Background: an optimization exercise with open tools, aiming at small area, a short achievable clock period and few clock cycles per item. Do not read the settings as production practice.
Function was checked by simulation only, so behaviour that the tests miss may differ from the original.
No activity file was given, so power comes from the tool's default toggle rates.

## v38
Design pe_row_unit, start of the top module:
module pe_row_unit #(
    parameter W = 2                       
) (
    input  wire              clk,
    input  wire              rst,         
    input  wire              in_valid,
    output wire              in_ready,
    input  wire [4:0]        in_k,
    input  wire [23:0]       in_miss,
    input  wire [24*8*W-1:0] in_data,
    output reg               out_valid,
    input  wire              out_ready,
    output wire [24*8*W-1:0] out_data,
    output reg  [2:0]        out_case,
    output reg               out_lost
);
clock: 13.0 ns
lec_check: 0
cap_margin: 20
core_margin: 2
core_utilization: 45
place_density: 0.65
slew_margin: 20
standard.sh (not shown) runs the stock make flow with config.mk's settings and CLKGATE_MAP_FILE= SYNTH_SCRIPT=/design/flow/synth_recipe.tcl, a recipe that flattens the netlist after the stock synthesis.
==> flow/flow/run.sh <==
#!/bin/bash
# The standard layout, with plain buf_1 cells as the port buffers and
# timing repair aiming at 6.2 ns of setup slack (about a 6.8 ns clock),
# so that the achieved period is pushed below the 13 ns constraint.
set -euo pipefail
bash standard.sh "BUFFER_PORTS_ARGS=-buffer_cell sky130_fd_sc_hd__buf_1" \
    "SETUP_SLACK_MARGIN=6.2" "TNS_END_PERCENT=100" finish > standard_flow.log 2>&1
Testbench counts of v38, summed over its fixed seeds: cycles 24,008, items 24,000.
Modified inputs, v9 compared to v38
# v38
export LEC_CHECK = 0
export CAP_MARGIN = 20
export CORE_MARGIN = 2
export CORE_UTILIZATION = 45
export PLACE_DENSITY = 0.65
export SLEW_MARGIN = 20
create_clock -name core_clock -period 13.0 [get_ports {clk}]
# v9
export LEC_CHECK = 0
export CAP_MARGIN = 20
export CORE_MARGIN = 2
export CORE_UTILIZATION = 40
export PLACE_DENSITY = 0.6
export SLEW_MARGIN = 20
create_clock -name core_clock -period 13.0 [get_ports {clk}]
==> flow/flow/run.sh <==
#!/bin/bash
# The standard layout, with plain buf_1 cells as the port buffers and
# timing repair aiming at 6.6 ns of setup slack (about a 6.4 ns clock),
# so that the achieved period is pushed below the 13 ns constraint.
set -euo pipefail
bash standard.sh "BUFFER_PORTS_ARGS=-buffer_cell sky130_fd_sc_hd__buf_1" \
    "SETUP_SLACK_MARGIN=6.6" "TNS_END_PERCENT=100" finish > standard_flow.log 2>&1
[summary]
Diff v38 -> v9: hold slack went down, design area now sits higher, die boundary width increased by 6.0% relative to the old numbers, count of non-filler cells in the finished layout has increased.
For v9, the launching instance or port of the critical path was in_miss[0], unlike v38, where it was in_miss[6].
Between v9 and v38, the number of gates resized after cts is higher for v9.
Worst slew slack as a fraction of its limit delta for v9 relative to v38: 8.7 points higher
Edits applied to the flow inputs when going from v9 to v51:
==> flow/flow/run.sh <==
#!/bin/bash
# The standard layout, with plain buf_1 cells as the port buffers and
# timing repair aiming at 6.2 ns of setup slack (about a 6.8 ns clock),
# so that the achieved period is pushed below the 13 ns constraint.
set -euo pipefail
bash standard.sh "BUFFER_PORTS_ARGS=-buffer_cell sky130_fd_sc_hd__buf_1" \
    "SETUP_SLACK_MARGIN=6.2" "TNS_END_PERCENT=100" finish > standard_flow.log 2>&1
Results
- Compared to v9, v51 has clock-cell share of area 0.52 points higher.
- Mean routed wirelength per cell, v9 and v51, lower one = v51.
- NOTE wire length v9->v51 decreased by a few percent
- Cmp v51 vs v9: final HPWL from detailed placement lower in v51
- In the reports for v9 and v51, the smaller area growth from synthesis to final layout belongs to v51.
The following lists how v6 was set up differently from v51:
# v51
export LEC_CHECK = 0
export CAP_MARGIN = 20
export CORE_MARGIN = 2
export CORE_UTILIZATION = 40
export PLACE_DENSITY = 0.6
export SLEW_MARGIN = 20
create_clock -name core_clock -period 13.0 [get_ports {clk}]
# v6
export LEC_CHECK = 0
export CAP_MARGIN = 20
export CORE_MARGIN = 2
export CORE_UTILIZATION = 40
export CTS_BUF_LIST = sky130_fd_sc_hd__clkbuf_8
export PLACE_DENSITY = 0.6
export SLEW_MARGIN = 20
create_clock -name core_clock -period 13.0 [get_ports {clk}]
==> flow/flow/run.sh <==
#!/bin/bash
# The standard layout, with plain buf_1 cells as the port buffers and
# timing repair aiming at 6.4 ns of setup slack (about a 6.6 ns clock),
# so that the achieved period is pushed below the 13 ns constraint.
set -euo pipefail
bash standard.sh "BUFFER_PORTS_ARGS=-buffer_cell sky130_fd_sc_hd__buf_1" \
    "SETUP_SLACK_MARGIN=6.4" "TNS_END_PERCENT=100" finish > standard_flow.log 2>&1
--- outcome ---
As far as number of cells in the design after placement is concerned, v51 and v6 perform about the same.
Relative to v51, share of the final layout cell area in sequential cells decreased by 1.2 points in v6.
v51 → v6: routed via count picked up an extra 2024; all-layer global routing usage picked up an extra 2.1 points.
v51 vs v6, termination of the worst setup path: r_md[35] vs r_md[225]
As far as setup TNS after final layout goes, v6 and v51 are indistinguishable; the numbers are identical.
Fmax | v6 vs v51 | v6 faster
v6 gives more design area than v51 did.
When v6 is set beside v51, its internal power turns out to be 35% larger.
Flop-to-flop setup slack for v6: 0.89 ns up relative to v51

-- static timing again, ports no longer ideal --
Ports are ideal in the flow. The routed layouts listed here were re-timed in OpenROAD.
Step 1 sets driving cells, clkbuf_16 on the clock port and buf_2 on the other inputs (assumed; they add their load-dependent delay and slew).
Step 2 adds t to the input delays and takes it off the output delays; t is the mean of the earliest and latest rising clock arrival at the registers after step 1. Input paths then give back, and output paths get back, about the clock's delay inside the block.
Three values: ideal ports, drivers, drivers and shift; two values: the first two.
run	shift t [ns]	setup WS [ns]	worst data-port slew with drivers (ns)
v38	0.680	6.000 / 5.953 / 5.356	0.26
v9	0.748	6.321 / 6.316 / 5.626	0.27
v51	0.740	5.933 / 5.936 / 5.244	0.23
v6	0.863	6.170 / 6.181 / 5.359	0.23
After both steps setup and hold are still met in every run listed. For v6, which loses most, drivers alone change the setup slack by +0.011 ns; drivers and shift together by -0.811 ns.
